What follows belongs to an exercise in optimizing a design on an open flow for small area, a short achievable clock period and few clock cycles per item; a production flow would make more cautious choices.
Where RTL was checked, it was by simulation tests only, not by an equivalence proof against the original.
Only the layout flow was run in runs 1, 2 and 4; the RTL was not checked for function there.
Power is estimated from default activity; no workload was simulated.

===== flow/design.v =====
module contone_block_enc (
    input  wire       clk,
    input  wire       rst,           
    input  wire       in_valid,
    output wire       in_ready,
    input  wire [7:0] in_cur,        
    input  wire [7:0] in_prev,       
    input  wire       in_sol,        
    output wire       out_valid,
    input  wire       out_ready,
    output wire [7:0] out_data,
    output wire       out_last       
);
    localparam integer T  = 16;          
    localparam integer WS = 65;          
    localparam integer L  = WS + T;      
    function [7:0] zz;                   
        input [7:0] e;
        zz = {e[6:0], 1'b0} ^ {8{e[7]}};
    endfunction
    function [31:0] res4;
        input [7:0] c, w, n, nw;
        reg   [7:0] dw, dn, da, dg;
        reg   [8:0] da9;
        reg         wltn, gew, gen, lew, len;
        begin
            dw   = c - w;
            dn   = c - n;
            da9  = {c, 1'b1} - {1'b0, w} - {1'b0, n};     
            da   = da9[8:1];                              
            dg   = c - w - n + nw;
            wltn = w < n;
            gew  = nw >= w;
            gen  = nw >= n;
            lew  = nw <= w;
            len  = nw <= n;
            res4[7:0]   = dw;
            res4[15:8]  = dn;
            res4[23:16] = da;
            res4[31:24] = (gew && gen) ? (wltn ? dw : dn) :
                          (lew && len) ? (wltn ? dn : dw) : dg;
        end
    endfunction
    function [26:0] code_of;
        input       raw;
        input [7:0] v;
        input [2:0] k;
        reg   [7:0]  q;
        reg   [15:0] tl, cs, cl;
        reg   [4:0]  qk;
        reg          esc, lg;
        begin
            q   = v >> k;
            esc = q >= 8'd24;
            tl  = ({8'd0, v} << (4'd15 - {1'b0, k})) & 16'h7FFF;
            qk  = q[4:0] + {2'd0, k};
            lg  = qk >= 5'd16;                            
            cs  = ~(16'hFFFF >> q[3:0]) | (tl >> q[3:0]);     
            cl  = q[4] ? (~(16'hFFFF >> q[2:0]) | (tl >> q[2:0])) : tl;
            if (raw)
                code_of = {1'b0, 5'd0, 5'd8, v, 8'd0};
            else if (esc)
                code_of = {1'b1, 5'd16, 5'd16, 8'hFF, v};
            else if (!lg)
                code_of = {1'b0, 5'd0, qk + 5'd1, cs};
            else
                code_of = {1'b1, q[4] ? 5'd16 : q[4:0],
                           (q[4] ? {2'd0, q[2:0]} : 5'd0) + {2'd0, k} + 5'd1, cl};
        end
    endfunction
    reg        in_ready_r;
    reg        r_v, r_sol, r_rebase;
    reg [7:0]  r_cur, r_prev;
    assign in_ready = in_ready_r;
    wire       acc_now = in_valid && in_ready_r;
    wire       empty_now;
    always @(posedge clk) begin
        r_cur    <= in_cur;
        r_prev   <= in_prev;
        r_sol    <= in_sol;
        r_v      <= !rst && acc_now;
        r_rebase <= !rst && acc_now && empty_now;
    end
    reg [15:0] ring [0:L-1];
    integer    ri;
    always @(posedge clk) begin
        ring[0] <= r_v ? {r_cur, r_prev} : ring[L-1];
        for (ri = 1; ri < L; ri = ri + 1)
            ring[ri] <= ring[ri-1];
    end
    reg [7:0]  lc, lp;                
    reg [5:0]  ccnt;
    reg        cpar;                  
    reg [15:0] w0q [0:1];             
    reg [31:0] zr;                    
    reg        z_v, z_first, z_last;
    wire [7:0]  c_w  = r_sol ? r_prev : lc;
    wire [7:0]  c_nw = r_sol ? r_prev : lp;
    wire [31:0] c_e  = res4(r_cur, c_w, r_prev, c_nw);
    always @(posedge clk) begin
        zr      <= r_v ? {zz(c_e[31:24]), zz(c_e[23:16]), zz(c_e[15:8]), zz(c_e[7:0])}
                       : 32'd0;
        z_first <= (ccnt == 6'd0);
        z_last  <= (ccnt == 6'd63);
        if (r_v) begin
            lc <= r_cur;
            lp <= r_prev;
        end
        if (r_v && ccnt == 6'd0) w0q[cpar] <= {c_w, c_nw};
        if (rst) begin
            z_v  <= 1'b0;
            ccnt <= 6'd0;
            cpar <= 1'b0;
        end else begin
            z_v <= r_v;
            if (r_v) ccnt <= ccnt + 6'd1;
            if (r_v && ccnt == 6'd63) cpar <= !cpar;
        end
    end
    function [8:0] cost_step;
        input [8:0] base;
        input [7:0] z;
        input [2:0] k;
        reg   [7:0] q;
        reg   [4:0] f;
        reg   [9:0] s;
        begin
            q = z >> k;
            f = (q >= 8'd24) ? 5'd31 - {2'd0, k} : q[4:0];
            s = {1'b0, base} + {5'd0, f};
            cost_step = s[9] ? 9'h1FF : s[8:0];
        end
    endfunction
    reg [8:0] acc [0:27];
    reg       a_done;
    integer   ap, ak;
    always @(posedge clk) begin
        for (ap = 0; ap < 4; ap = ap + 1)
            for (ak = 0; ak < 7; ak = ak + 1)
                acc[7*ap+ak] <= cost_step(z_first ? 9'd64 * (ak + 1) : acc[7*ap+ak],
                                          zr[8*ap +: 8], ak[2:0]);
        a_done <= !rst && z_v && z_last;
    end
    function [11:0] min2;                
        input [11:0] a, b;
        min2 = (b[11:3] < a[11:3]) ? b : a;
    endfunction
    reg [11:0] t1a [0:3];
    reg [11:0] t1b [0:3];
    reg        t1_v;
    integer    tp;
    always @(posedge clk) begin
        for (tp = 0; tp < 4; tp = tp + 1) begin
            t1a[tp] <= min2(min2({acc[7*tp+0], 3'd0}, {acc[7*tp+1], 3'd1}),
                            min2({acc[7*tp+2], 3'd2}, {acc[7*tp+3], 3'd3}));
            t1b[tp] <= min2(min2({acc[7*tp+4], 3'd4}, {acc[7*tp+5], 3'd5}),
                            {acc[7*tp+6], 3'd6});
        end
        t1_v <= !rst && a_done;
    end
    wire [11:0] m0 = min2(t1a[0], t1b[0]);
    wire [11:0] m1 = min2(t1a[1], t1b[1]);
    wire [11:0] m2 = min2(t1a[2], t1b[2]);
    wire [11:0] m3 = min2(t1a[3], t1b[3]);
    reg  [12:0] t2l, t2h;                
    reg         t2_v;
    always @(posedge clk) begin
        t2l  <= (m1[11:3] < m0[11:3]) ? {m1[11:3], 1'b1, m1[2:0]} : {m0[11:3], 1'b0, m0[2:0]};
        t2h  <= (m3[11:3] < m2[11:3]) ? {m3[11:3], 1'b1, m3[2:0]} : {m2[11:3], 1'b0, m2[2:0]};
        t2_v <= !rst && t1_v;
    end
    wire        sfin  = t2h[12:4] < t2l[12:4];
    wire [8:0]  bcost = sfin ? t2h[12:4] : t2l[12:4];
    wire [1:0]  bp    = sfin ? {1'b1, t2h[3]} : {1'b0, t2l[3]};
    wire [2:0]  bk    = sfin ? t2h[2:0] : t2l[2:0];
    localparam [1:0] K_CODED = 2'd0, K_ZERO = 2'd1, K_ESC = 2'd2;
    reg         pd_v;
    reg  [1:0]  pd_kind, pd_p;
    reg  [2:0]  pd_k;
    wire        take;                
    always @(posedge clk) begin
        if (t2_v) begin
            pd_p    <= bp;
            pd_k    <= bk;
            pd_kind <= (bcost == 9'd64)  ? K_ZERO :
                       (bcost <= 9'd504) ? K_CODED : K_ESC;
        end
        if (rst)       pd_v <= 1'b0;
        else if (t2_v) pd_v <= 1'b1;
        else if (take) pd_v <= 1'b0;
    end
    localparam [1:0] E_IDLE = 2'd0, E_READ = 2'd2;
    reg  [1:0]  es;
    reg  [1:0]  eb_kind, eb_p;
    reg  [2:0]  eb_k;
    reg         rpar;                
    reg  [5:0]  ecnt;                
    reg  [6:0]  rp;                  
    reg         e0_v, e0_hdr, e0_esc, e0_b, e0_end;
    reg  [1:0]  e0_p;
    reg  [2:0]  e0_k;
    reg  [7:0]  e0_hval;
    reg  [7:0]  ac, an, bc, bn, aw, anw;
    reg         e1_v, e1_b, e1_raw, e1_end;
    reg  [2:0]  e1_k;
    reg  [7:0]  e1_va, e1_vb;
    reg         sa_v, sa_lg, sa_end, sb_v, sb_lg, sb_end, s_both;
    reg  [4:0]  sa_p1, sa_len, sb_p1, sb_len, sab_len;
    reg  [15:0] sa_code, sb_code, sab_code;
    reg  [23:0] a_acc;
    reg  [4:0]  a_n;
    reg         a_flush;             
    reg         o_v, o_l, s_v, s_l;
    reg  [7:0]  o_d, s_d;
    wire        pop      = !s_v && (a_n >= 5'd8 || (a_flush && a_n != 5'd0));
    wire        pop_last = a_flush && a_n <= 5'd8;
    wire [4:0]  n_pop    = !pop ? a_n : (a_n >= 5'd8 ? a_n - 5'd8 : 5'd0);
    wire        flush_stay = a_flush && !(pop && pop_last);
    wire        push     = sa_v && !flush_stay && n_pop <= 5'd8;
    wire [15:0] chunk    = sa_lg ? ~(16'hFFFF >> sa_p1) : s_both ? sab_code : sa_code;
    wire [4:0]  chunk_n  = sa_lg ? sa_p1 : s_both ? sab_len : sa_len;
    wire        a_gone   = push && !sa_lg;                    
    wire        all_gone = a_gone && (s_both || !sb_v);       
    wire        end_sent = all_gone && (s_both ? sb_end : sa_end);
    wire [23:0] acc_pop  = pop ? {a_acc[15:0], 8'd0} : a_acc;
    wire [23:0] acc_ins  = {chunk, 8'd0} >> n_pop;
    wire        c_load   = !sa_v || all_gone;
    wire        e1_free  = !e1_v || c_load;
    wire        e0_free  = !e0_v || e1_free;
    wire [26:0] code_a   = code_of(e1_raw, e1_va, e1_k);
    wire [26:0] code_b   = code_of(e1_raw, e1_vb, e1_k);
    wire [5:0]  ab_len   = {1'b0, code_a[20:16]} + {1'b0, code_b[20:16]};
    wire        ab_fit   = !code_a[26] && !code_b[26] && ab_len <= 6'd16;
    wire [15:0] ab_code  = code_a[15:0] | (code_b[15:0] >> code_a[20:16]);
    wire [31:0] ea4      = res4(ac, aw, an, anw);
    wire [31:0] eb4      = res4(bc, ac, bn, an);
    wire [7:0]  za       = zz(ea4[8*e0_p +: 8]);
    wire [7:0]  zb       = zz(eb4[8*e0_p +: 8]);
    wire        in_win   = rp < T;
    reg  [15:0] rd_a, rd_b;
    integer     wi;
    always @(*) begin
        rd_a = ring[WS];
        rd_b = ring[WS-1];
        for (wi = 0; wi < T; wi = wi + 1)
            if (rp == wi) begin
                rd_a = ring[WS+wi];
                rd_b = ring[WS+wi-1];
            end
    end
    wire        rd_go    = (es == E_READ) && e0_free && in_win;
    wire        rd_two   = ecnt != 6'd63;
    wire [1:0]  nread    = !rd_go ? 2'd0 : rd_two ? 2'd2 : 2'd1;
    wire        skip     = take && (pd_kind == K_ZERO);
    wire [15:0] w0       = w0q[rpar];
    assign take = (es == E_IDLE) && pd_v && e0_free;
    reg  [6:0]  occ;                 
    reg  [6:0]  ph;                  
    reg  [6:0]  freed;               
    wire [6:0]  occ_r    = occ + {6'd0, r_v} - freed;    
    assign      empty_now = (occ_r == 7'd0);
    wire        space_n  = (occ_r + {6'd0, in_ready_r} + 7'd1) <= L;
    wire [6:0]  rp_inc   = (rp == L - 1) ? 7'd0 : rp + 7'd1;
    wire [6:0]  rp_dec   = (rp == 7'd0) ? L - 1 : rp - 7'd1;
    wire [6:0]  rp_skip  = (rp >= 7'd63) ? rp - 7'd63 : rp + (L - 63);
    always @(posedge clk) begin
        a_acc <= acc_pop | (push ? acc_ins : 24'd0);
        a_n   <= n_pop + (push ? chunk_n : 5'd0);
        if (push && end_sent)  a_flush <= 1'b1;
        else if (!flush_stay)  a_flush <= 1'b0;
        if (push && sa_lg) sa_lg <= 1'b0;
        if (c_load) begin
            sa_v     <= e1_v;
            sa_lg    <= code_a[26];
            sa_p1    <= code_a[25:21];
            sa_len   <= code_a[20:16];
            sa_code  <= code_a[15:0];
            sa_end   <= e1_end && !e1_b;
            sb_v     <= e1_v && e1_b;
            sb_lg    <= code_b[26];
            sb_p1    <= code_b[25:21];
            sb_len   <= code_b[20:16];
            sb_code  <= code_b[15:0];
            sb_end   <= e1_end;
            s_both   <= e1_b && ab_fit;
            sab_len  <= ab_len[4:0];
            sab_code <= ab_code;
        end else if (a_gone) begin
            sa_v     <= 1'b1;
            sa_lg    <= sb_lg;
            sa_p1    <= sb_p1;
            sa_len   <= sb_len;
            sa_code  <= sb_code;
            sa_end   <= sb_end;
            sb_v     <= 1'b0;
            s_both   <= 1'b0;
        end
        if (e1_free) begin
            e1_v   <= e0_v;
            e1_b   <= e0_b && !e0_hdr;
            e1_raw <= e0_hdr || e0_esc;
            e1_va  <= e0_hdr ? e0_hval : e0_esc ? ac : za;
            e1_vb  <= e0_esc ? bc : zb;
            e1_end <= e0_end;
            e1_k   <= e0_k;
        end
        if (e0_free) e0_v <= 1'b0;
        if (take) begin
            eb_kind <= pd_kind;
            eb_p    <= pd_p;
            eb_k    <= pd_k;
            e0_v    <= 1'b1;
            e0_hdr  <= 1'b1;
            e0_b    <= 1'b0;
            e0_end  <= (pd_kind == K_ZERO);
            e0_hval <= (pd_kind == K_ZERO)  ? {2'b01, pd_p, 4'b0000} :
                       (pd_kind == K_CODED) ? {2'b00, pd_p, 1'b0, pd_k} : 8'hC0;
            e0_k    <= pd_k;
            ecnt    <= 6'd0;
            if (pd_kind == K_ZERO)
                rpar <= !rpar;
            else
                es   <= E_READ;
        end
        if (rd_go) begin
            aw       <= (ecnt == 6'd0) ? w0[15:8] : e0_b ? bc : ac;
            anw      <= (ecnt == 6'd0) ? w0[7:0]  : e0_b ? bn : an;
            ac       <= rd_a[15:8];
            an       <= rd_a[7:0];
            bc       <= rd_b[15:8];
            bn       <= rd_b[7:0];
            e0_v     <= 1'b1;
            e0_hdr   <= 1'b0;
            e0_b     <= rd_two;
            e0_esc   <= (eb_kind == K_ESC);
            e0_end   <= !rd_two || ecnt == 6'd62;
            e0_p     <= eb_p;
            e0_k     <= eb_k;
            ecnt     <= ecnt + (rd_two ? 6'd2 : 6'd1);
            if (!rd_two || ecnt == 6'd62) begin
                rpar <= !rpar;
                es   <= E_IDLE;
            end
        end
        freed <= skip ? 7'd64 : {5'd0, nread};
        occ   <= occ_r;
        if (acc_now)          ph <= 7'd0;
        else if (ph == L - 1) ph <= 7'd0;
        else                  ph <= ph + 7'd1;
        in_ready_r <= space_n && (acc_now || ph == L - 1 || (empty_now && !r_v));
        if (r_rebase)
            rp <= L - WS;                        
        else if (skip)
            rp <= rp_skip;
        else if (nread == 2'd2)
            rp <= rp_dec;
        else if (nread == 2'd0)
            rp <= rp_inc;
        if (!o_v || out_ready) begin
            if (s_v) begin
                o_v <= 1'b1;
                o_d <= s_d;
                o_l <= s_l;
                s_v <= 1'b0;
            end else begin
                o_v <= pop;
                o_d <= a_acc[23:16];
                o_l <= pop_last;
            end
        end else if (pop) begin
            s_v <= 1'b1;
            s_d <= a_acc[23:16];
            s_l <= pop_last;
        end
        if (rst) begin
            es         <= E_IDLE;
            rpar       <= 1'b0;
            e0_v       <= 1'b0;
            e1_v       <= 1'b0;
            sa_v       <= 1'b0;
            sb_v       <= 1'b0;
            a_acc      <= 24'd0;
            a_n        <= 5'd0;
            a_flush    <= 1'b0;
            o_v        <= 1'b0;
            s_v        <= 1'b0;
            occ        <= 7'd0;
            freed      <= 7'd0;
            ph         <= 7'd0;
            rp         <= 7'd0;
            in_ready_r <= 1'b1;
        end
    end
    assign out_valid = o_v;
    assign out_data  = o_d;
    assign out_last  = o_l;
endmodule

===== flow/flow/run.sh =====
#!/bin/bash
# Standard layout, with timing repair aimed at a shorter period than the
# clock's (the clock and all constraints are unchanged), gate sizing not
# tied to the cell footprint, and larger clock-sink clusters.
set -euo pipefail
bash standard.sh SETUP_SLACK_MARGIN=12.3 MATCH_CELL_FOOTPRINT=0 CTS_CLUSTER_SIZE=24 CTS_CLUSTER_DIAMETER=100 finish > standard_flow.log 2>&1

===== flow/standard.sh =====
#!/bin/bash
# synth_recipe.tcl (not shown) runs the flow's synth.tcl, then flattens the netlist and writes it again
# the make line also repeats each setting of config.mk as NAME=value (left out here)
make -C /OpenROAD-flow-scripts/flow DESIGN_CONFIG=/design/flow/config.mk WORK_HOME=/design/flow/orfs CLKGATE_MAP_FILE= SYNTH_SCRIPT=/design/flow/synth_recipe.tcl "${@:-finish}"

===== flow/config.mk =====
export PLATFORM = sky130hd
export DESIGN_NAME = contone_block_enc
export DESIGN_NICKNAME = contone_block_enc
export VERILOG_FILES = /design/flow/design.v
export SDC_FILE = /design/flow/constraint.sdc
export NUM_CORES = 4
export LEC_CHECK = 0
export CAP_MARGIN = 20
export CORE_MARGIN = 2
export CORE_UTILIZATION = 40
export SLEW_MARGIN = 20

===== flow/constraint.sdc =====
create_clock -name core_clock -period 17.0 [get_ports {clk}]
set_input_delay 3.4000 -clock core_clock [delete_from_list [all_inputs] [get_ports {clk}]]
set_output_delay 3.4000 -clock core_clock [all_outputs]
set_load 0.01 [all_outputs]

==> results of run 1 <==
==> power by group through the flow <==
stage          clock network, mW  logic (mW)  registers (mW)
2_1_floorplan                  0        1.66            5.49
3_3_place_gp                   0        2.16            5.61
3_5_place_dp                   0        2.20            5.61
4_1_cts                     2.87        2.25            5.50
5_1_grt                     3.03        2.57            5.54
6_report                    2.77        2.31            5.50
==> state kept, by name (all words and copies together), names as in the netlist, 24 cells and up <==
signal and flops:
zr 32, acc 252, t1a 44, t1b 44, a_acc 24, w0q 32, ring 1296
==> logic make-up after synthesis <==
kind of cell | after synthesis | synth area share
compound gates | 1708 | 0.134
fa+ha+maj | 642 | 0.105
mux | 439 | 0.0561
xor+xnor | 245 | 0.0260
buf+inv | 811 | 0.0377
flops | 2041 | 0.525
simple gates | 2030 | 0.117
==> layout make-up <==
cell class,count,area share
Inverter,522,0.0220
Tap cell,2688,0.0369
Sequential cell,2041,0.476
Clock buffer,126,0.0297
Timing Repair Buffer,254,0.0237
Antenna cell,5,0.000137
Multi-Input combinational cell,5065,0.407
Clock inverter,27,0.00460
==> layer usage <==
layer	up-vias	GRT usage	part of all wire
met5	-	0	0.00017
met4	6	0.0498	0.023
met3	273	0.0264	0.055
met2	1468	0.295	0.44
met1	27797	0.276	0.48
li1	27712	-	-
==> per-stage QoR <==
stage,util,setup WS [ns],power [mW]
floorplan,-,11.75,7.15
global placement,0.418,10.31,7.77
detailed placement,0.418,10.27,7.82
CTS,0.440,11.98,10.6
global route,0.445,11.79,11.1
finish,0.445,12.02,10.6
==> how the worst max path moves through the flow <==
stage	slack, ns	end	cells past startpoint	start
after floorplan	11.75	s_both	25	e1_k[0]
after global placement	10.31	s_both	23	e1_k[0]
after detailed placement	10.27	s_both	23	e1_k[0]
after CTS	11.98	s_both	20	e1_k[0]
after global routing	11.79	s_both	18	e1_k[0]
final	12.02	s_both	20	e1_k[0]
==> worst max-delay path, cell delays in order (launching register included) <==
cell and delay, ns:
edfxtp_1 0.46, buf_12 0.17, mux2_4 0.32, mux2_4 0.30, a21boi_4 0.20, inv_2 0.07
ha_4 0.17, fa_2 0.40, a21oi_2 0.12, or2_4 0.14, ha_4 0.16, mux2_2 0.33
or3_4 0.40, clkinvlp_4 0.13, ha_4 0.14, inv_1 0.04, fa_2 0.51, inv_1 0.05
o41ai_2 0.31, nand3b_1 0.16, nor4b_2 0.24
==> what timing repair did <==
action	4_1_cts	5_1_grt
pin swaps	34	42
resized for setup	126	133
setup buffers	93	58
endpoints found under the setup margin	136	99
cloned	4	2
==> cell usage after synthesis (27+ instances only) <==
cell type  number
o221ai_1       32
nand4_1        63
clkbuf_1      229
or3_1          43
a221oi_1       44
buf_1          37
dfxtp_1      1792
fa_1           84
xnor2_1       181
nor2_1        573
nand2_1       546
nor3_1        101
mux2_2         73
xor2_1         64
o211ai_1       53
o21a_1         37
nand2b_1      137
and2_1         53
mux2i_1       354
a22oi_1        27
o21ai_0       398
a21oi_1       436
inv_1         515
o22ai_1        71
o31ai_1        27
nor2b_1       209
a31oi_1        50
edfxtp_1      249
a211oi_1      117
nand3_1       164
o21bai_1       37
or2_2          32
a21o_1        169
ha_1          558
==> flow_summary_export.csv, run 1 <==
group,metric,value,unit
run_status,status,"no timing/DRC/antenna violations",
clock_network,cts_buffers,103,
timing,whs,0.313,ns
timing,final_hold_viol_count,0,
hold_path,worstHoldPathCells,0,
hold_path,min_from,"ring[38][14]",
detailed_routing,routed_via_density,5.34,
timing,clock_skew,0.0522,ns
hold_path,hold_class,"reg -> reg",
critical_path,timing.critical_path.fanout_max,6,
critical_path,ff2ff_setup_slack,12.02,ns
synthesis,ys_seq_area_frac,0.525,
timing,finalCriticalPeriod,4.98,ns
finish,layout_commonest_cell,"dfxtp_1",
synthesis,ys_async_sr_fraction,0,
detailed_routing,drt_first_pass_iters,5,
synthesis,ys_ff_latch,2041,
finish,final_area,91200,um^2
power,p_switching,3.13,mW
detailed_routing,via_count,57256,
synthesis,synth.avg_cell_area,10.4,um^2
grt,grt_pass1_wl,319,mm
floorplanning,die_x,459,um
grt,overflow,0,
finish,syn_to_final_growth,10.4,%
placed_design,dp_hpwl,147,mm
critical_path,r2r_end,"s_both",
critical_path,rr_worst_depth,20,
grt,track_usage,0.190,
floorplanning,die_area,210000,um^2
synthesis,yosys_warnings,5,
floorplanning,core-area,205000,um^2
floorplanning,initial_core_util,0.403,
finish,multi_input_area,37200,um^2
critical_path,critPathLaunchType,"flip-flop",
finish,seq_area,43400,um^2
placed_design,io_buffer_count,31,
placed_design,place_area,85800,um^2
floorplanning,io_pins,32,
clock_network,insertion_delay,0.78,ns
timing,fmax,0.201,GHz
grt,grt_max_degree,75,
power,p_int,7.44,mW
flow_run,cap_violations,0,
clock_network,cts_tree,"built",
floorplanning,floorplan.rows,166,
power,p_clk_frac,0.262,
finish,final_layout_size_suffix_gt1_frac,0.0856,
critical_path,crit_arrival,5.59,ns
critical_path,criticalPathCategory,"reg -> reg",
synthesis,synthCells,7916,
critical_path,end_kind,"flip-flop",
power,power.leakage,39.0,nW
synthesis,synth_nets,8579,
power,switching_share,0.296,
clock_network,clockBufferDepth,3,
detailed_routing,drc,0,
timing,slew_headroom,0.227,
hold_path,hold_path_end,"ring[39][14]",
grt,antenna_found_initial,10,
clock_network,htreeDepth,3,
grt,grt_pass1_vias,55111,
finish,final.fill_count,19111,
finish,layout_common_cells,"1,783 x dfxtp_1, 557 x nor2_1, 546 x ha_1, 543 x nand2_1, 499 x inv_1",
critical_path,required,17.60,ns
synthesis,synthFlopType,"dfxtp_1",
detailed_routing,routedWlPerCell,19.2,um
finish,final_cells,10728,
timing,drv_slew,0,
clock_network,cts_root_buf,"clkbuf_16",
synthesis,yosysTopAreaCell,"dfxtp_1",
timing,fin_crit_sh,0.293,
floorplanning,die-height,459,um
power,combPwrFrac,0.218,
power,power_density,116,nW/um^2
timing,finalSetupViolations,0,
power,p_seq_frac,0.520,
synthesis,synth.top_cells.by_area,"dfxtp_1 43%, edfxtp_1 9.0%, ha_1 8.4%",
synthesis,syn-cell-area,82600,um^2
synthesis,synth_top_area_frac,0.434,
clock_network,clk_pin_slew,0.10,ns
finish,layout.nets,8650,
timing,tns,0,ns
synthesis,synthDistinctLibCells,93,
placed_design,gp_congestion,0.901,
timing,rsz0062_at_grt,"true",
placed_design,placedCellCount,10412,
detailed_routing,first_iter_violations,4478,
critical_path,r2r_start,"e1_k[0]",
timing,worstMarginPinSlew,1.14,ns
detailed_routing,wl,205,mm
detailed_routing,drtAntennaViolNets,0,
synthesis,synth-edff-count,249,
clock_network,cts_hold_buffers,0,
power,ir_drop,90.9,uV
clock_network,cts.sinks,2041,
==> run 2: changes to the inputs <==
==> flow/flow/run.sh (replaced) <==
#!/bin/bash
# Standard layout, with timing repair aimed at a shorter period than the
# clock's (the clock and all constraints are unchanged) and gate sizing not
# tied to the cell footprint.
set -euo pipefail
bash standard.sh SETUP_SLACK_MARGIN=12 MATCH_CELL_FOOTPRINT=0 finish > standard_flow.log 2>&1
==> flow_summary_export.csv, run 2 <==
group,metric,value,unit
run_status,status,"no timing/DRC/antenna violations",
floorplanning,initial_core_util,0.403,
detailed_routing,drt_first_pass_iters,6,
synthesis,yosys.cell_count.top_type,"dfxtp_1",
floorplanning,die-height,459,um
clock_network,cts_hold_buffers,0,
finish,final_area,94100,um^2
finish,final_layout_size_suffix_gt1_frac,0.0896,
detailed_routing,drc,0,
finish,top_register,"ring",
synthesis,synth.avg_cell_area,10.4,um^2
clock_network,cts.sinks,2041,
hold_path,hold_path_end,"ring[46][6]",
timing,clock_skew,0.0702,ns
synthesis,syn-cell-area,82600,um^2
grt,grt_pass1_vias,56679,
finish,syn_to_final_growth,13.9,%
floorplanning,io_pins,32,
finish,layout_commonest_cell,"dfxtp_1",
synthesis,yosysTopAreaCell,"dfxtp_1",
clock_network,clockBufferDepth,3,
timing,drv_slew,0,
detailed_routing,wl,200,mm
hold_path,min_from,"ring[45][6]",
synthesis,synth_commonest_cells,"1,792 x dfxtp_1, 573 x nor2_1, 558 x ha_1",
critical_path,end_kind,"flip-flop",
power,ir_drop,98.6,uV
power,power_density,131,nW/um^2
synthesis,synthDistinctLibCells,93,
finish,layout_common_cells,"1,787 x dfxtp_1, 566 x nor2_1, 550 x ha_1, 543 x nand2_1, 505 x inv_1",
detailed_routing,first_iter_violations,3824,
synthesis,synth_top_area_frac,0.434,
clock_network,cts_tree,"built",
detailed_routing,routed_via_density,5.27,
detailed_routing,routedWlPerCell,18.4,um
synthesis,ys_ff_latch,2041,
finish,largest_register_ffs,1296,
grt,grt_pass1_wl,315,mm
power,power.leakage,40.6,nW
timing,finalCriticalPeriod,4.96,ns
timing,fmax,0.202,GHz
flow_run,cap_violations,0,
grt,grt_max_degree,121,
critical_path,criticalPathCategory,"reg -> reg",
synthesis,yosys_warnings,5,
synthesis,synth.top_cells.by_area,"dfxtp_1 43%, edfxtp_1 9.0%, ha_1 8.4%",
floorplanning,floorplan.rows,166,
grt,overflow,0,
placed_design,io_buffer_count,31,
clock_network,insertion_delay,0.86,ns
critical_path,rr_worst_depth,20,
finish,layout.nets,8664,
synthesis,ys_seq_area_frac,0.525,
timing,worstMarginPinSlew,1.08,ns
critical_path,critPathLaunchType,"flip-flop",
synthesis,synthFlopType,"dfxtp_1",
hold_path,worstHoldPathCells,0,
timing,fin_crit_sh,0.292,
timing,slew_headroom,0.278,
clock_network,cts_root_buf,"clkbuf_16",
timing,final_hold_viol_count,0,
critical_path,ff2ff_setup_slack,12.04,ns
detailed_routing,drtAntennaViolNets,0,
timing,tns,0,ns
clock_network,htreeDepth,4,
floorplanning,die_x,459,um
placed_design,dp_hpwl,142,mm
floorplanning,die_area,210000,um^2
synthesis,ys_async_sr_fraction,0,
placed_design,gp_congestion,0.916,
critical_path,r2r_start,"e1_k[0]",
grt,track_usage,0.187,
grt,antenna_found_initial,7,
timing,rsz0062_at_grt,"true",
timing,finalSetupViolations,0,
critical_path,crit_arrival,5.62,ns
detailed_routing,via_count,57217,
critical_path,timing.critical_path.fanout_max,13,
placed_design,place_area,85800,um^2
clock_network,clk_pin_slew,0.06,ns
clock_network,cts_buffers,199,
critical_path,required,17.66,ns
synthesis,synth_nets,8579,
critical_path,r2r_end,"s_both",
floorplanning,core-area,205000,um^2
synthesis,synth-edff-count,249,
power,power.total,12.4,mW
synthesis,synthCells,7916,
finish,reg.largest.list,"ring: 1296 flops, acc: 252 flops",
hold_path,hold_class,"reg -> reg",
## run 2: cell counts after synthesis
No cell type changed its count.
## run 2: through the flow
step,std cells,hold WS [ns],util,setup slack [ns]
after floorplan,7916,0.310,-,11.75
after global placement,10411,0.310,0.418,10.42
after detailed placement,10411,0.312,0.418,10.40
after CTS,10811,0.309,0.456,11.78
after global routing,10862,0.315,0.459,11.79
final,10864,0.308,0.459,12.04
## run 2: timing repair
item,4_1_cts,5_1_grt
cloned,2,2
buffers inserted,24,47
pin swaps,15,27
gates resized for setup,65,54
hold endpoints to repair,0,0
endpoints found under the setup margin,92,72
## run 2: how the worst max path moves through the flow
stage	startpoint	to	slack, ns	cells after the start
after floorplan	e1_k[0]	s_both	11.75	25
after global placement	e1_k[0]	s_both	10.42	23
after detailed placement	e1_k[0]	s_both	10.40	23
after CTS	e1_k[0]	s_both	11.78	20
after global routing	e1_k[0]	s_both	11.79	19
final	e1_k[0]	s_both	12.04	20
## run 2: per-layer routing
metal | global-route usage | vias to the layer above | part of all wire
li1 | - | 27881 | -
met1 | 0.243 | 27511 | 0.44
met2 | 0.310 | 1424 | 0.47
met3 | 0.0277 | 401 | 0.048
met4 | 0.0752 | 0 | 0.039
met5 | 0 | - | 0
## run 2: layout make-up
class / instances / area [um^2]
clock inverters: 116 / 1560
multi-input cells: 5066 / 36700
well taps: 2688 / 3360
fillers: 18722 / 111000
clock buffers: 258 / 5570
repair buffers: 171 / 1510
flip-flops and latches: 2041 / 43400
inverters: 522 / 1990
diodes: 2 / 5.00
## run 2: cells by family (layout without fill, tap and decap cells)
| group | Yosys count | count (layout) | share of synthesized area |
|---|---|---|---|
| buffers and inverters | 811 | 1067 | 0.0377 |
| muxes | 439 | 439 | 0.0561 |
| xor gates and xnor gates | 245 | 245 | 0.0260 |
| other | 0 | 2 | 0 |
| adders and majority gates | 642 | 642 | 0.105 |
| and+or+nand+nor | 2030 | 2030 | 0.117 |
| DFF | 2041 | 2041 | 0.525 |
| AOI/OAI and AO/OA | 1708 | 1710 | 0.134 |
## run 2: worst max-delay path, cell delays in order (launching register included)
cell and delay [ns]:
edfxtp_1 0.44, buf_12 0.18, buf_4 0.13, mux2_4 0.31, mux2_4 0.30, o21ai_4 0.16
inv_2 0.14, fa_2 0.41, a21oi_2 0.12, or2_4 0.14, ha_4 0.20, inv_1 0.10
or2_2 0.42, nor2_4 0.18, o21ai_1 0.16, nand3_2 0.23, ha_1 0.31, xnor2_1 0.17
o41ai_2 0.28, nand3b_1 0.10, nor4b_1 0.30
## run 2: where the power goes
group	switching (mW)	internal, mW	total [mW]
clock	1.93	2.69	4.61
sequential	0.233	5.27	5.51
combinational	1.30	0.944	2.24
total	3.46	8.90	12.4
==> run 3: changes to the inputs <==
--- a/flow/design.v
+++ b/flow/design.v
@@ -12,7 +12,7 @@
     output wire       out_last       
 );
     localparam integer T  = 16;          
-    localparam integer WS = 65;          
+    localparam integer WS = 66;          
     localparam integer L  = WS + T;      
     function [7:0] zz;                   
         input [7:0] e;
@@ -189,7 +189,7 @@
         else if (t2_v) pd_v <= 1'b1;
         else if (take) pd_v <= 1'b0;
     end
-    localparam [1:0] E_IDLE = 2'd0, E_READ = 2'd2;
+    localparam [1:0] E_IDLE = 2'd0, E_HDR = 2'd1, E_READ = 2'd2;
     reg  [1:0]  es;
     reg  [1:0]  eb_kind, eb_p;
     reg  [2:0]  eb_k;
@@ -251,9 +251,9 @@
     wire        rd_go    = (es == E_READ) && e0_free && in_win;
     wire        rd_two   = ecnt != 6'd63;
     wire [1:0]  nread    = !rd_go ? 2'd0 : rd_two ? 2'd2 : 2'd1;
-    wire        skip     = take && (pd_kind == K_ZERO);
+    wire        skip     = (es == E_HDR) && e0_free && (eb_kind == K_ZERO);
     wire [15:0] w0       = w0q[rpar];
-    assign take = (es == E_IDLE) && pd_v && e0_free;
+    assign take = (es == E_IDLE) && pd_v;
     reg  [6:0]  occ;                 
     reg  [6:0]  ph;                  
     reg  [6:0]  freed;               
@@ -309,17 +309,21 @@
             eb_kind <= pd_kind;
             eb_p    <= pd_p;
             eb_k    <= pd_k;
+            es      <= E_HDR;
+        end
+        if (es == E_HDR && e0_free) begin
             e0_v    <= 1'b1;
             e0_hdr  <= 1'b1;
             e0_b    <= 1'b0;
-            e0_end  <= (pd_kind == K_ZERO);
-            e0_hval <= (pd_kind == K_ZERO)  ? {2'b01, pd_p, 4'b0000} :
-                       (pd_kind == K_CODED) ? {2'b00, pd_p, 1'b0, pd_k} : 8'hC0;
-            e0_k    <= pd_k;
+            e0_end  <= (eb_kind == K_ZERO);
+            e0_hval <= (eb_kind == K_ZERO)  ? {2'b01, eb_p, 4'b0000} :
+                       (eb_kind == K_CODED) ? {2'b00, eb_p, 1'b0, eb_k} : 8'hC0;
+            e0_k    <= eb_k;
             ecnt    <= 6'd0;
-            if (pd_kind == K_ZERO)
+            if (eb_kind == K_ZERO) begin
                 rpar <= !rpar;
-            else
+                es   <= E_IDLE;
+            end else
                 es   <= E_READ;
         end
         if (rd_go) begin
==> flow/flow/run.sh (replaced) <==
#!/bin/bash
# Standard layout, with timing repair aimed at a shorter period than the
# clock's (the clock and all constraints are unchanged).
set -euo pipefail
bash standard.sh SETUP_SLACK_MARGIN=12 finish > standard_flow.log 2>&1
==> flow_summary_export.csv, run 3 <==
group,metric,value,unit
critical_path,path_cells,"dlygate4sd2_1",
power,ir_drop,104,uV
clock_network,htreeDepth,4,
synthesis,yosys.area_share.simple,0.117,
critical_path,end_kind,"output pin",
detailed_routing,routed_via_density,5.23,
synthesis,synth_top_family_by_area,"compound AO/OA/AOI/OAI gates",
floorplanning,io_pins,32,
hold_path,hold_class,"reg -> reg",
finish,layout.nets,8576,
power,power.total,12.2,mW
timing,finalSetupViolations,0,
floorplanning,floorplan.rows,166,
synthesis,synth.area.mux_share,0.0495,
timing,setup_ws,12.10,ns
floorplanning,die-height,458,um
timing,clock_skew,0.0721,ns
synthesis,synth_nets,8494,
synthesis,synthCells,7834,
synthesis,synth-edff-count,249,
timing,worstMarginPinSlew,1.09,ns
timing,whs,0.298,ns
clock_network,insertion_delay,0.86,ns
timing,rsz0062_at_grt,"true",
clock_network,cts_tree,"built",
clock_network,cts_buffers,202,
timing,tns,0,ns
detailed_routing,wl,196,mm
power,power.leakage,40.0,nW
synthesis,yosys_warnings,5,
floorplanning,core-area,205000,um^2
finish,layout_common_cells,"1,803 x dfxtp_1, 574 x nand2_1, 551 x ha_1, 543 x nor2_1, 485 x a21oi_1",
synthesis,synth.avg_cell_area,10.5,um^2
power,power_density,131,nW/um^2
synthesis,synth.top_cells.by_area,"dfxtp_1 44%, edfxtp_1 9.1%, ha_1 8.4%",
clock_network,clk_pin_slew,0.06,ns
synthesis,ys_async_sr_fraction,0,
grt,overflow,0,
timing,final_hold_viol_count,0,
synthesis,syn-cell-area,82300,um^2
timing,finalCriticalPeriod,4.90,ns
finish,final_area,93600,um^2
placed_design,place_area,85400,um^2
placed_design,place_ws,10.82,ns
grt,antenna_found_initial,4,
finish,postLayoutCoreUtil,0.457,
critical_path,critPathMaxStageDelay,0.36,ns
critical_path,critPathLaunchType,"flip-flop",
detailed_routing,first_iter_violations,3487,
synthesis,synthAdderAreaFrac,0.105,
synthesis,ys_ff_latch,2057,
detailed_routing,drt_first_pass_iters,6,
finish,layout_commonest_cell,"dfxtp_1",
critical_path,required,13.60,ns
clock_network,cts.sinks,2057,
synthesis,synth_commonest_cells,"1,808 x dfxtp_1, 581 x nand2_1, 555 x ha_1",
floorplanning,die_area,209000,um^2
synthesis,synth_compound_area_frac,0.135,
critical_path,cpLargestDelayFamily,"flip-flops",
detailed_routing,drtAntennaViolNets,0,
timing,fmax,0.204,GHz
floorplanning,initial_core_util,0.402,
synthesis,yosysTopAreaCell,"dfxtp_1",
timing,drv_slew,0,
grt,grt_pass1_vias,55957,
detailed_routing,drc,0,
finish,top_register,"ring",
finish,final.fill_count,18794,
flow_run,cap_violations,0,
grt,track_usage,0.184,
floorplanning,die_x,458,um
finish,seq_area,43700,um^2
clock_network,cts_root_buf,"clkbuf_16",
finish,final_layout_size_suffix_gt1_frac,0.0847,
detailed_routing,routedWlPerCell,18.2,um
synthesis,synth_top_area_frac,0.440,
clock_network,clockBufferDepth,3,
grt,grt_pass1_wl,310,mm
critical_path,crit_buf_inv,1,
critical_path,crit_arrival,1.50,ns
run_status,status,"no timing/DRC/antenna violations",
grt,grt_max_degree,72,
finish,reg.largest.list,"ring: 1312 flops, acc: 252 flops",
placed_design,dp_hpwl,140,mm
placed_design,placedCellCount,10330,
timing,fin_crit_sh,0.288,
finish,syn_to_final_growth,13.7,%
placed_design,io_buffer_count,31,
synthesis,synthFlopType,"dfxtp_1",
synthesis,yosys.cell_count.top_type,"dfxtp_1",
timing,slew_headroom,0.265,
detailed_routing,via_count,56359,
critical_path,timing.critical_path.fanout_max,1,
synthesis,ys_seq_area_frac,0.531,
critical_path,cpMaxStageDelayCell,"edfxtp_1",
finish,multi_input_area,36100,um^2
synthesis,yosys.area_share.xor_xnor,0.0268,
synthesis,synthDistinctLibCells,98,
critical_path,criticalPathCategory,"reg -> out",
placed_design,gp_congestion,0.918,
finish,largest_register_ffs,1312,
finish,final_cells,10773,
==> run 3: changes by cell type after synthesis, sizes merged, moves of 18 or more <==
cell    before  now
a21oi      437  492
a21o       169  141
nand2      546  581
a211oi     117   99
nor2       573  552
inv        518  483
nand2b     139  157
nand3      164  138
mux2i      354  293
==> run 3: layer usage <==
metal | up-vias | wire length, um | global-route usage
met5 | - | 0 | 0
li1 | 27615 | - | -
met1 | 27123 | 88600 | 0.240
met2 | 1253 | 92800 | 0.309
met4 | 0 | 6710 | 0.0667
met3 | 368 | 8370 | 0.0265
==> run 3: path summary, 6_finish.rpt <==
| path | start | endpoint | slack, ns | cells past startpoint |
|---|---|---|---|---|
| worst max-delay path | o_d[0] | out_data[0] | 12.10 | 1 |
| worst min-delay path | ring[21][10] | ring[22][10] | 0.30 | 0 |
| worst max register to register | e1_k[2] | s_both | 12.13 | 18 |
| worst min register to register | ring[21][10] | ring[22][10] | 0.30 | 0 |
==> run 3: logic make-up (layout without fill, tap and decap cells) <==
| family | after synthesis | count (layout) |
|---|---|---|
| simple gates | 2015 | 2015 |
| flops | 2057 | 2057 |
| other cells | 0 | 1 |
| buf+inv | 772 | 1021 |
| xor+xnor | 249 | 249 |
| mux | 380 | 381 |
| compound gates | 1721 | 1721 |
| fa+ha+maj | 640 | 640 |
==> run 3: area by class of cell <==
cell class,instances,area share
sequential,2057,0.467
multi-input combinational,5006,0.386
clock buffer,281,0.0627
tap,2688,0.0359
inverter,486,0.0197
timing repair buffer,163,0.0159
clock inverter,91,0.0131
antenna,1,0.0000267
==> run 3: power by group <==
part,switching (mW),internal [mW]
registers,0.222,5.30
clock network,1.91,2.69
logic,1.21,0.887
==> run 3: repair_timing <==
| action | 4_1_cts | 5_1_grt |
|---|---|---|
| pin swaps | 6 | 14 |
| setup buffers | 29 | 34 |
| hold buffers | 0 | 0 |
| gates cloned | 4 | 2 |
| gates resized for setup | 52 | 46 |
| setup endpoints to repair | 76 | 62 |
Testbench counts of run 3, summed over its fixed seeds: cycles 167,271, blocks 2,560.
==> run 4: changes to the inputs <==
--- a/flow/design.v
+++ b/flow/design.v
@@ -12,7 +12,7 @@
     output wire       out_last       
 );
     localparam integer T  = 16;          
-    localparam integer WS = 66;          
+    localparam integer WS = 65;          
     localparam integer L  = WS + T;      
     function [7:0] zz;                   
         input [7:0] e;
@@ -51,10 +51,10 @@
         reg          esc, lg;
         begin
             q   = v >> k;
-            esc = q >= 8'd24;
+            esc = {1'b0, v} >= thr_esc(k);                
             tl  = ({8'd0, v} << (4'd15 - {1'b0, k})) & 16'h7FFF;
             qk  = q[4:0] + {2'd0, k};
-            lg  = qk >= 5'd16;                            
+            lg  = {1'b0, v} >= thr_lg(k);                 
             cs  = ~(16'hFFFF >> q[3:0]) | (tl >> q[3:0]);     
             cl  = q[4] ? (~(16'hFFFF >> q[2:0]) | (tl >> q[2:0])) : tl;
             if (raw)
@@ -68,10 +68,62 @@
                            (q[4] ? {2'd0, q[2:0]} : 5'd0) + {2'd0, k} + 5'd1, cl};
         end
     endfunction
+    function [8:0] thr_esc;
+        input [2:0] k;
+        case (k)
+            3'd0: thr_esc = 9'd24;
+            3'd1: thr_esc = 9'd48;
+            3'd2: thr_esc = 9'd96;
+            3'd3: thr_esc = 9'd192;
+            default: thr_esc = 9'd511;
+        endcase
+    endfunction
+    function [8:0] thr_lg;
+        input [2:0] k;
+        case (k)
+            3'd0: thr_lg = 9'd16;
+            3'd1: thr_lg = 9'd30;
+            3'd2: thr_lg = 9'd56;
+            3'd3: thr_lg = 9'd104;
+            3'd4: thr_lg = 9'd192;
+            default: thr_lg = 9'd511;
+        endcase
+    endfunction
+    function [8:0] thr_8;
+        input [2:0] k;
+        case (k)
+            3'd0: thr_8 = 9'd8;
+            3'd1: thr_8 = 9'd14;
+            3'd2: thr_8 = 9'd24;
+            3'd3: thr_8 = 9'd40;
+            3'd4: thr_8 = 9'd64;
+            3'd5: thr_8 = 9'd96;
+            3'd6: thr_8 = 9'd128;
+            default: thr_8 = 9'd0;
+        endcase
+    endfunction
+    function [7:0] pred;
+        input [1:0] p;
+        input [7:0] w, n, nw;
+        reg   [8:0] sum;
+        reg   [7:0] g;
+        begin
+            sum = {1'b0, w} + {1'b0, n};
+            g   = w + n - nw;
+            case (p)
+                2'd0: pred = w;
+                2'd1: pred = n;
+                2'd2: pred = sum[8:1];
+                default: pred = (nw >= w && nw >= n) ? ((w < n) ? w : n) :
+                                (nw <= w && nw <= n) ? ((w < n) ? n : w) : g;
+            endcase
+        end
+    endfunction
     reg        in_ready_r;
+    reg        in_ready_p;           
     reg        r_v, r_sol, r_rebase;
     reg [7:0]  r_cur, r_prev;
-    assign in_ready = in_ready_r;
+    assign in_ready = in_ready_p;
     wire       acc_now = in_valid && in_ready_r;
     wire       empty_now;
     always @(posedge clk) begin
@@ -129,6 +181,9 @@
             f = (q >= 8'd24) ? 5'd31 - {2'd0, k} : q[4:0];
             s = {1'b0, base} + {5'd0, f};
             cost_step = s[9] ? 9'h1FF : s[8:0];
+            if (k >= 3'd3) cost_step[8]   = 1'b1;
+            if (k >= 3'd5) cost_step[7]   = 1'b1;
+            if (k >= 3'd6) cost_step[6]   = 1'b1;
         end
     endfunction
     reg [8:0] acc [0:27];
@@ -189,7 +244,7 @@
         else if (t2_v) pd_v <= 1'b1;
         else if (take) pd_v <= 1'b0;
     end
-    localparam [1:0] E_IDLE = 2'd0, E_HDR = 2'd1, E_READ = 2'd2;
+    localparam [1:0] E_IDLE = 2'd0, E_READ = 2'd2;
     reg  [1:0]  es;
     reg  [1:0]  eb_kind, eb_p;
     reg  [2:0]  eb_k;
@@ -197,11 +252,10 @@
     reg  [5:0]  ecnt;                
     reg  [6:0]  rp;                  
     reg         e0_v, e0_hdr, e0_esc, e0_b, e0_end;
-    reg  [1:0]  e0_p;
     reg  [2:0]  e0_k;
     reg  [7:0]  e0_hval;
-    reg  [7:0]  ac, an, bc, bn, aw, anw;
-    reg         e1_v, e1_b, e1_raw, e1_end;
+    reg  [7:0]  ac, an, bc, bn, pa, pb;   
+    reg         e1_v, e1_b, e1_raw, e1_end, e1_sh;
     reg  [2:0]  e1_k;
     reg  [7:0]  e1_va, e1_vb;
     reg         sa_v, sa_lg, sa_end, sb_v, sb_lg, sb_end, s_both;
@@ -229,31 +283,34 @@
     wire        e0_free  = !e0_v || e1_free;
     wire [26:0] code_a   = code_of(e1_raw, e1_va, e1_k);
     wire [26:0] code_b   = code_of(e1_raw, e1_vb, e1_k);
-    wire [5:0]  ab_len   = {1'b0, code_a[20:16]} + {1'b0, code_b[20:16]};
-    wire        ab_fit   = !code_a[26] && !code_b[26] && ab_len <= 6'd16;
-    wire [15:0] ab_code  = code_a[15:0] | (code_b[15:0] >> code_a[20:16]);
-    wire [31:0] ea4      = res4(ac, aw, an, anw);
-    wire [31:0] eb4      = res4(bc, ac, bn, an);
-    wire [7:0]  za       = zz(ea4[8*e0_p +: 8]);
-    wire [7:0]  zb       = zz(eb4[8*e0_p +: 8]);
-    wire        in_win   = rp < T;
+    wire [7:0]  q_a      = e1_va >> e1_k;
+    wire [4:0]  ab_len   = e1_raw ? 5'd16 : code_a[20:16] + code_b[20:16];
+    wire [15:0] ab_code  = e1_raw ? {e1_va, e1_vb} :
+                           code_a[15:0] | ((code_b[15:0] >> ({2'd0, e1_k} + 5'd1)) >> q_a[2:0]);
+    wire [7:0]  za       = zz(ac - pa);
+    wire [7:0]  zb       = zz(bc - pb);
+    wire        sh_a     = {1'b0, za} < thr_8(e0_k);
+    wire        sh_b     = {1'b0, zb} < thr_8(e0_k);
+    reg  [T-1:0] win;                
+    wire        in_win   = |win;
     reg  [15:0] rd_a, rd_b;
     integer     wi;
     always @(*) begin
-        rd_a = ring[WS];
-        rd_b = ring[WS-1];
-        for (wi = 0; wi < T; wi = wi + 1)
-            if (rp == wi) begin
-                rd_a = ring[WS+wi];
-                rd_b = ring[WS+wi-1];
-            end
+        rd_a = 16'd0;
+        rd_b = 16'd0;
+        for (wi = 0; wi < T; wi = wi + 1) begin
+            rd_a = rd_a | ({16{win[wi]}} & ring[WS+wi]);
+            rd_b = rd_b | ({16{win[wi]}} & ring[WS+wi-1]);
+        end
     end
     wire        rd_go    = (es == E_READ) && e0_free && in_win;
     wire        rd_two   = ecnt != 6'd63;
     wire [1:0]  nread    = !rd_go ? 2'd0 : rd_two ? 2'd2 : 2'd1;
-    wire        skip     = (es == E_HDR) && e0_free && (eb_kind == K_ZERO);
+    wire        skip     = take && (pd_kind == K_ZERO);
     wire [15:0] w0       = w0q[rpar];
-    assign take = (es == E_IDLE) && pd_v;
+    wire [7:0]  rw_a     = (ecnt == 6'd0) ? w0[15:8] : e0_b ? bc : ac;
+    wire [7:0]  rnw_a    = (ecnt == 6'd0) ? w0[7:0]  : e0_b ? bn : an;
+    assign take = (es == E_IDLE) && pd_v && e0_free;
     reg  [6:0]  occ;                 
     reg  [6:0]  ph;                  
     reg  [6:0]  freed;               
@@ -263,6 +320,11 @@
     wire [6:0]  rp_inc   = (rp == L - 1) ? 7'd0 : rp + 7'd1;
     wire [6:0]  rp_dec   = (rp == 7'd0) ? L - 1 : rp - 7'd1;
     wire [6:0]  rp_skip  = (rp >= 7'd63) ? rp - 7'd63 : rp + (L - 63);
+    reg  [T-1:0] win_skip;
+    integer     wj;
+    always @(*)
+        for (wj = 0; wj < T; wj = wj + 1)
+            win_skip[wj] = (rp_skip == wj);
     always @(posedge clk) begin
         a_acc <= acc_pop | (push ? acc_ins : 24'd0);
         a_n   <= n_pop + (push ? chunk_n : 5'd0);
@@ -282,8 +344,8 @@
             sb_len   <= code_b[20:16];
             sb_code  <= code_b[15:0];
             sb_end   <= e1_end;
-            s_both   <= e1_b && ab_fit;
-            sab_len  <= ab_len[4:0];
+            s_both   <= e1_b && e1_sh;
+            sab_len  <= ab_len;
             sab_code <= ab_code;
         end else if (a_gone) begin
             sa_v     <= 1'b1;
@@ -302,6 +364,7 @@
             e1_va  <= e0_hdr ? e0_hval : e0_esc ? ac : za;
             e1_vb  <= e0_esc ? bc : zb;
             e1_end <= e0_end;
+            e1_sh  <= e0_hdr || e0_esc || (sh_a && sh_b);
             e1_k   <= e0_k;
         end
         if (e0_free) e0_v <= 1'b0;
@@ -309,26 +372,22 @@
             eb_kind <= pd_kind;
             eb_p    <= pd_p;
             eb_k    <= pd_k;
-            es      <= E_HDR;
-        end
-        if (es == E_HDR && e0_free) begin
             e0_v    <= 1'b1;
             e0_hdr  <= 1'b1;
             e0_b    <= 1'b0;
-            e0_end  <= (eb_kind == K_ZERO);
-            e0_hval <= (eb_kind == K_ZERO)  ? {2'b01, eb_p, 4'b0000} :
-                       (eb_kind == K_CODED) ? {2'b00, eb_p, 1'b0, eb_k} : 8'hC0;
-            e0_k    <= eb_k;
+            e0_end  <= (pd_kind == K_ZERO);
+            e0_hval <= (pd_kind == K_ZERO)  ? {2'b01, pd_p, 4'b0000} :
+                       (pd_kind == K_CODED) ? {2'b00, pd_p, 1'b0, pd_k} : 8'hC0;
+            e0_k    <= pd_k;
             ecnt    <= 6'd0;
-            if (eb_kind == K_ZERO) begin
+            if (pd_kind == K_ZERO)
                 rpar <= !rpar;
-                es   <= E_IDLE;
-            end else
+            else
                 es   <= E_READ;
         end
         if (rd_go) begin
-            aw       <= (ecnt == 6'd0) ? w0[15:8] : e0_b ? bc : ac;
-            anw      <= (ecnt == 6'd0) ? w0[7:0]  : e0_b ? bn : an;
+            pa       <= pred(eb_p, rw_a, rd_a[7:0], rnw_a);
+            pb       <= pred(eb_p, rd_a[15:8], rd_b[7:0], rd_a[7:0]);
             ac       <= rd_a[15:8];
             an       <= rd_a[7:0];
             bc       <= rd_b[15:8];
@@ -338,7 +397,6 @@
             e0_b     <= rd_two;
             e0_esc   <= (eb_kind == K_ESC);
             e0_end   <= !rd_two || ecnt == 6'd62;
-            e0_p     <= eb_p;
             e0_k     <= eb_k;
             ecnt     <= ecnt + (rd_two ? 6'd2 : 6'd1);
             if (!rd_two || ecnt == 6'd62) begin
@@ -352,14 +410,20 @@
         else if (ph == L - 1) ph <= 7'd0;
         else                  ph <= ph + 7'd1;
         in_ready_r <= space_n && (acc_now || ph == L - 1 || (empty_now && !r_v));
-        if (r_rebase)
-            rp <= L - WS;                        
-        else if (skip)
-            rp <= rp_skip;
-        else if (nread == 2'd2)
-            rp <= rp_dec;
-        else if (nread == 2'd0)
-            rp <= rp_inc;
+        in_ready_p <= space_n && ((in_valid && in_ready_p) || ph == L - 1 || (empty_now && !r_v));
+        if (r_rebase) begin
+            rp  <= L - WS;                       
+            win <= {T{1'b0}};
+        end else if (skip) begin
+            rp  <= rp_skip;
+            win <= win_skip;
+        end else if (nread == 2'd2) begin
+            rp  <= rp_dec;
+            win <= {rp == T, win[T-1:1]};
+        end else if (nread == 2'd0) begin
+            rp  <= rp_inc;
+            win <= {win[T-2:0], rp == L - 1};
+        end
         if (!o_v || out_ready) begin
             if (s_v) begin
                 o_v <= 1'b1;
@@ -392,7 +456,9 @@
             freed      <= 7'd0;
             ph         <= 7'd0;
             rp         <= 7'd0;
+            win        <= {{(T-1){1'b0}}, 1'b1};
             in_ready_r <= 1'b1;
+            in_ready_p <= 1'b1;
         end
     end
     assign out_valid = o_v;
==> flow/flow/run.sh (replaced) <==
#!/bin/bash
# Standard layout, with timing repair aimed at a shorter period than the
# clock's (the clock and all constraints are unchanged), gate sizing not
# tied to the cell footprint, and larger clock-sink clusters.
set -euo pipefail
bash standard.sh SETUP_SLACK_MARGIN=12.3 MATCH_CELL_FOOTPRINT=0 CTS_CLUSTER_SIZE=24 CTS_CLUSTER_DIAMETER=100 finish > standard_flow.log 2>&1
==> flow_summary_export.csv, run 4 <==
group,metric,value,unit
power,power.leakage,36.4,nW
timing,slew_headroom,0.231,
timing,final_hold_viol_count,0,
synthesis,synth-edff-count,248,
grt,antenna_found_initial,2,
finish,syn_to_final_growth,8.96,%
synthesis,synth_commonest_cells,"1,777 x dfxtp_1, 546 x ha_1, 500 x nand2_1",
timing,clock_skew,0.0368,ns
clock_network,cts_hold_buffers,0,
critical_path,required,17.45,ns
detailed_routing,drtAntennaViolNets,0,
placed_design,io_buffer_count,31,
floorplanning,floorplan.rows,163,
timing,whs,0.315,ns
power,ir_drop,78.9,uV
flow_run,cap_violations,0,
critical_path,critPathLaunchType,"flip-flop",
clock_network,cts_root_buf,"clkbuf_16",
grt,track_usage,0.180,
power,power_density,113,nW/um^2
finish,final.fill_count,18675,
clock_network,htreeDepth,3,
grt,grt_max_degree,87,
grt,grt_pass1_wl,294,mm
run_status,status,"no timing/DRC/antenna violations",
critical_path,rr_worst_depth,13,
timing,finalSetupViolations,0,
floorplanning,die_area,203000,um^2
finish,seq_area,43000,um^2
finish,top_register,"ring",
hold_path,worstHoldPathCells,0,
floorplanning,io_pins,32,
floorplanning,die-height,451,um
synthesis,ys_ff_latch,2025,
placed_design,gp_congestion,0.932,
synthesis,synthFlopType,"dfxtp_1",
timing,rsz0062_at_grt,"true",
detailed_routing,wl,189,mm
synthesis,ys_seq_area_frac,0.539,
placed_design,dp_hpwl,133,mm
synthesis,synth_top_area_frac,0.446,
synthesis,synthCells,7464,
detailed_routing,drt_first_pass_iters,10,
clock_network,cts_tree,"built",
floorplanning,die_x,451,um
timing,fmax,0.214,GHz
clock_network,cts.sinks,2025,
detailed_routing,routedWlPerCell,18.6,um
timing,tns,0,ns
floorplanning,core-area,198000,um^2
critical_path,criticalPathCategory,"reg -> reg",
synthesis,yosys_warnings,5,
critical_path,ff2ff_setup_slack,12.34,ns
detailed_routing,drc,0,
synthesis,yosys.cell_count.top_type,"dfxtp_1",
finish,layout.nets,8094,
synthesis,synth.top_cells.by_area,"dfxtp_1 45%, edfxtp_1 9.3%, ha_1 8.6%",
critical_path,crit_arrival,5.12,ns
floorplanning,initial_core_util,0.403,
detailed_routing,first_iter_violations,4480,
clock_network,clk_pin_slew,0.10,ns
placed_design,place_ws,11.37,ns
synthesis,yosysTopAreaCell,"dfxtp_1",
grt,overflow,0,
timing,worstMarginPinSlew,1.15,ns
hold_path,hold_class,"reg -> reg",
synthesis,synthDistinctLibCells,107,
timing,finalCriticalPeriod,4.66,ns
timing,fin_crit_sh,0.274,
finish,layout_common_cells,"1,767 x dfxtp_1, 545 x ha_1, 496 x nand2_1, 478 x inv_1, 471 x nor2_1",
detailed_routing,routed_via_density,5.26,
timing,drv_slew,0,
timing,setup_ws,12.34,ns
clock_network,insertion_delay,0.74,ns
critical_path,end_kind,"flip-flop",
finish,largest_register_ffs,1296,
detailed_routing,via_count,53301,
synthesis,ys_async_sr_fraction,0,
clock_network,cts_buffers,96,
finish,final_layout_size_suffix_gt1_frac,0.0776,
finish,multi_input_area,34400,um^2
synthesis,synth_nets,8100,
grt,grt_pass1_vias,52442,
synthesis,synth.avg_cell_area,10.7,um^2
finish,layout_commonest_cell,"dfxtp_1",
finish,reg.largest.list,"ring: 1296 flops, acc: 224 flops, t1a: 44 flops",
clock_network,clockBufferDepth,3,
synthesis,syn-cell-area,79800,um^2
critical_path,timing.critical_path.fanout_max,12,
[run 4: cell types whose count changed after synthesis, sizes merged, moves of 39 or more]
cell	change
a22oi	+114
a21oi	-92
nand2	-80
mux2i	-74
nor2	-65
a21o	+63
o21ai	-63
a22o	+62
nand3	-47
a221oi	+42
a211oi	-39
o22ai	-39
[run 4: cell families after synthesis]
logic type / count (synthesis) / share of synthesized area
AOI/OAI and AO/OA: 1655 / 0.138
xor gates and xnor gates: 234 / 0.0259
adders and majority gates: 616 / 0.103
buffers and inverters: 788 / 0.0381
DFF: 2025 / 0.539
muxes: 326 / 0.0445
and+or+nand+nor: 1820 / 0.111
[run 4: metal layers]
layer	vias to the layer above	share of wire	routed length (um)	GRT usage
met5	-	0	0	0
met4	0	0.036	6880	0.0590
met3	340	0.050	9420	0.0234
met2	1556	0.47	89300	0.306
met1	25471	0.44	82900	0.236
li1	25934	-	-	-
[run 4: through the flow]
stage                     cell area (um^2)  instances   util  power, mW
after floorplan                      79800       7464      -       6.84
final                                87000      10127  0.440       9.82
after global routing                 87000      10126  0.440       10.4
after global placement               82800       9907  0.418       7.31
after detailed placement             82800       9908  0.419       7.37
after CTS                            86000      10069  0.435       9.90
[run 4: worst max-delay path, cell delays in order, from the launching register on]
cell and delay [ns]:
edfxtp_1 0.76, mux4_2 0.60, mux2_2 0.39, inv_4 0.15, mux2i_1 0.26, mux2i_1 0.11, mux2i_1 0.43, o31ai_4 0.14
a222oi_1 0.41, o21ai_1 0.20, o211ai_1 0.26, nand2_1 0.14, a2111oi_2 0.40, a31oi_1 0.12
[run 4: path summary, 6_finish.rpt]
path / from / endpoint
min: ring[3][4] / ring[4][4]
min reg2reg: ring[3][4] / ring[4][4]
max reg2reg: e1_vb[4] / sab_code[2]
max: e1_vb[4] / sab_code[2]
[run 4: final cells by class]
| type | count | area share |
|---|---|---|
| sequential | 2025 | 0.495 |
| multi-input combinational | 4651 | 0.396 |
| tap | 2640 | 0.0380 |
| clock buffer | 114 | 0.0286 |
| inverter | 494 | 0.0217 |
| timing repair buffer | 188 | 0.0187 |
| clock inverter | 12 | 0.00188 |
| timing repair inverter | 2 | 0.000115 |
| antenna | 1 | 0.0000288 |
[run 4: where the power goes]
group          switching [mW]  internal (mW)  total (mW)
Clock                    1.46           1.05        2.51
Combinational            1.05          0.850        1.90
Sequential              0.213           5.20        5.41
[run 4: repair_timing]
| item | in CTS | in global routing |
|---|---|---|
| pin swaps | 10 | 29 |
| endpoints found under the hold margin | 0 | 0 |
| gates resized for setup | 104 | 126 |
| setup endpoints to repair | 114 | 106 |
| setup buffers | 32 | 51 |
| cloned | 3 | 6 |
==> run 5: changes to the inputs <==
--- a/flow/design.v
+++ b/flow/design.v
@@ -181,9 +181,6 @@
             f = (q >= 8'd24) ? 5'd31 - {2'd0, k} : q[4:0];
             s = {1'b0, base} + {5'd0, f};
             cost_step = s[9] ? 9'h1FF : s[8:0];
-            if (k >= 3'd3) cost_step[8]   = 1'b1;
-            if (k >= 3'd5) cost_step[7]   = 1'b1;
-            if (k >= 3'd6) cost_step[6]   = 1'b1;
         end
     endfunction
     reg [8:0] acc [0:27];
==> flow_summary_export.csv, run 5 <==
group,metric,value,unit
timing,fin_crit_sh,0.275,
clock_network,clk_pin_slew,0.11,ns
placed_design,placedCellCount,10193,
finish,final_layout_size_suffix_gt1_frac,0.0905,
power,power.leakage,39.6,nW
grt,grt_pass1_vias,54171,
floorplanning,floorplan.rows,166,
synthesis,synth-edff-count,248,
timing,setup_ws,12.32,ns
critical_path,timing.critical_path.fanout_max,1,
timing,worstMarginPinSlew,1.11,ns
timing,finalSetupViolations,0,
detailed_routing,wl,195,mm
synthesis,ys_ff_latch,2057,
clock_network,cts.sinks,2057,
floorplanning,core-area,205000,um^2
synthesis,yosys_warnings,5,
run_status,status,"no timing/DRC/antenna violations",
synthesis,synthAdderAreaFrac,0.104,
synthesis,yosys.cell_count.top_type,"dfxtp_1",
clock_network,cts_buffers,100,
critical_path,required,13.60,ns
synthesis,synthDistinctLibCells,103,
finish,reg.largest.list,"ring: 1296 flops, acc: 252 flops",
timing,fmax,0.214,GHz
timing,clock_skew,0.0390,ns
power,power_density,111,nW/um^2
power,power.total,10.1,mW
critical_path,r2r_start,"e1_k[0]",
synthesis,synth_top_area_frac,0.439,
finish,top_register,"ring",
detailed_routing,drc,0,
placed_design,place_ws,10.46,ns
timing,slew_headroom,0.249,
finish,layout.nets,8394,
grt,track_usage,0.180,
grt,grt_max_degree,85,
timing,finalCriticalPeriod,4.68,ns
timing,drv_slew,0,
synthesis,synth_nets,8364,
critical_path,path_cells,"clkbuf_2",
detailed_routing,via_count,55075,
synthesis,syn-cell-area,82500,um^2
grt,antenna_found_initial,4,
power,ir_drop,90.9,uV
synthesis,synth_commonest_cells,"1,809 x dfxtp_1, 572 x ha_1, 533 x inv_1",
detailed_routing,routed_via_density,5.26,
critical_path,cpMaxStageDelayCell,"edfxtp_1",
floorplanning,die_x,458,um
placed_design,gp_congestion,0.928,
timing,tns,0,ns
critical_path,critPathLaunch,"o_d[5]",
clock_network,insertion_delay,0.77,ns
detailed_routing,drtAntennaViolNets,0,
grt,overflow,0,
detailed_routing,drt_first_pass_iters,8,
placed_design,dp_hpwl,135,mm
floorplanning,die_area,210000,um^2
synthesis,synth.area.mux_share,0.0557,
critical_path,criticalPathCategory,"reg -> out",
finish,syn_to_final_growth,10.2,%
placed_design,io_buffer_count,31,
detailed_routing,routedWlPerCell,18.6,um
finish,layout_common_cells,"1,793 x dfxtp_1, 565 x ha_1, 522 x inv_1, 513 x nand2_1, 405 x nor2_1",
timing,whs,0.318,ns
synthesis,ys_seq_area_frac,0.529,
timing,rsz0062_at_grt,"true",
finish,final.fill_count,19081,
synthesis,synth.top_cells.by_area,"dfxtp_1 44%, edfxtp_1 9.0%, ha_1 8.7%",
timing,final_hold_viol_count,0,
synthesis,ys_async_sr_fraction,0,
clock_network,htreeDepth,3,
synthesis,synthFlopType,"dfxtp_1",
synthesis,synth.avg_cell_area,10.7,um^2
clock_network,cts_root_buf,"clkbuf_16",
flow_run,cap_violations,0,
critical_path,end_kind,"output pin",
critical_path,critPathLaunchType,"flip-flop",
synthesis,synth_compound_area_frac,0.137,
clock_network,cts_tree,"built",
finish,layout_commonest_cell,"dfxtp_1",
synthesis,yosysTopAreaCell,"dfxtp_1",
critical_path,critPathMaxStageDelay,0.39,ns
grt,grt_pass1_wl,304,mm
critical_path,cpLargestDelayFamily,"flip-flops",
clock_network,clockBufferDepth,3,
critical_path,crit_arrival,1.28,ns
floorplanning,die-height,458,um
critical_path,crit_buf_inv,1,
synthesis,yosys.area_share.xor_xnor,0.0275,
detailed_routing,first_iter_violations,4066,
synthesis,synth_top_family_by_area,"compound AO/OA/AOI/OAI gates",
floorplanning,initial_core_util,0.403,
finish,largest_register_ffs,1296,
finish,final_cells,10464,
hold_path,hold_class,"reg -> reg",
clock_network,cts_hold_buffers,0,
synthesis,yosys.area_share.simple,0.108,
synthesis,synthCells,7702,
floorplanning,io_pins,32,
hold_path,min_from,"ring[36][4]",
-- run 5: cell count changes in the layout (fill, tap and decap cells not counted), moves of 20 or more --
cell,before,now
a211oi_1,48,28
nor2_1,471,405
inv_1,478,522
mux2i_1,210,305
ha_1,545,565
o21ai_0,299,267
buf_4,131,164
a21oi_1,364,326
o221ai_1,31,56
dfxtp_1,1767,1793
-- run 5: area by class of cell --
class                           instances  area, um^2  area share
Antenna cell                            1        2.50   0.0000275
Clock buffer                          126        2640      0.0291
Clock inverter                         19         357     0.00392
Inverter                              540        2080      0.0229
Multi-Input combinational cell       4809       36800       0.404
Sequential cell                      2057       43700       0.481
Tap cell                             2688        3360      0.0370
Timing Repair Buffer                  222        1980      0.0218
Timing Repair inverter                  2        16.3    0.000179
-- run 5: stage by stage --
stage | instance area, um^2 | util
finish | 90900 | 0.444
global route | 90900 | 0.444
CTS | 89200 | 0.435
detailed placement | 85600 | 0.418
global placement | 85600 | 0.418
floorplan | 82500 | -
-- run 5: cells by family after synthesis --
family / Yosys count
muxes: 436
adders and majority gates: 642
AOI/OAI and AO/OA: 1654
buffers and inverters: 844
DFF: 2057
and+or+nand+nor: 1812
xor gates and xnor gates: 257
-- run 5: final timing paths --
kind         cells past startpoint           to  slack, ns
max                              1  out_data[5]      12.32
min                              0  ring[37][4]       0.32
max reg2reg                     21  sab_code[4]      12.43
min reg2reg                      0  ring[37][4]       0.32
-- run 5: power breakdown --
group	total, mW	internal, mW	switching, mW
logic	1.93	0.878	1.06
clock network	2.69	1.15	1.55
registers	5.48	5.27	0.212
total	10.1	7.29	2.81
-- run 5: routing by layer --
metal | vias to the layer above | track usage | wire length (um)
met4 | 0 | 0.0714 | 8360
met5 | - | 0 | 0
met3 | 375 | 0.0239 | 9490
met1 | 26288 | 0.236 | 87000
met2 | 1416 | 0.299 | 89700
li1 | 26996 | - | -
-- run 5: timing repair --
item                       in CTS  in global routing
setup endpoints to repair     148                115
buffers inserted               20                 88
cloned                          4                 13
pin swaps                      10                 64
gates resized for setup       127                168
Testbench counts of run 5, summed over its fixed seeds: cycles 167,146, blocks 2,560.

[afterwards: timing with drivers on the ports]
No port has a modelled driver above. Below, the same layouts with a new extraction and two added sets of constraints.
Step 1, drivers: a clkbuf_16 drives clk and a buf_2 each remaining input, both assumed.
Step 2 adds t to the input delays and takes it off the output delays; t is the mean of the earliest and latest rising clock arrival at the registers after step 1. Input paths then give back, and output paths get back, about the clock's delay inside the block.
a / b / c = ideal ports / drivers / drivers and shift; a / b = the first two.
run	shift t [ns]	setup WS [ns]	latest minus earliest clock arrival (ns)	worst data-port slew with drivers (ns)
run 1	0.828	12.017 / 12.017 / 11.736	0.067 / 0.067	0.12
run 2	0.904	12.040 / 12.040 / 11.750	0.073 / 0.073	0.05
run 3	0.908	12.103 / 12.017 / 11.581	0.074 / 0.075	0.10
run 4	0.792	12.338 / 12.287 / 11.743	0.052 / 0.052	0.11
run 5	0.847	12.323 / 12.228 / 11.780	0.067 / 0.068	0.07
After both steps setup and hold are still met in every run listed. The setup slack of run 4, which loses most, moves by -0.051 ns with the drivers and by -0.595 ns with both steps.
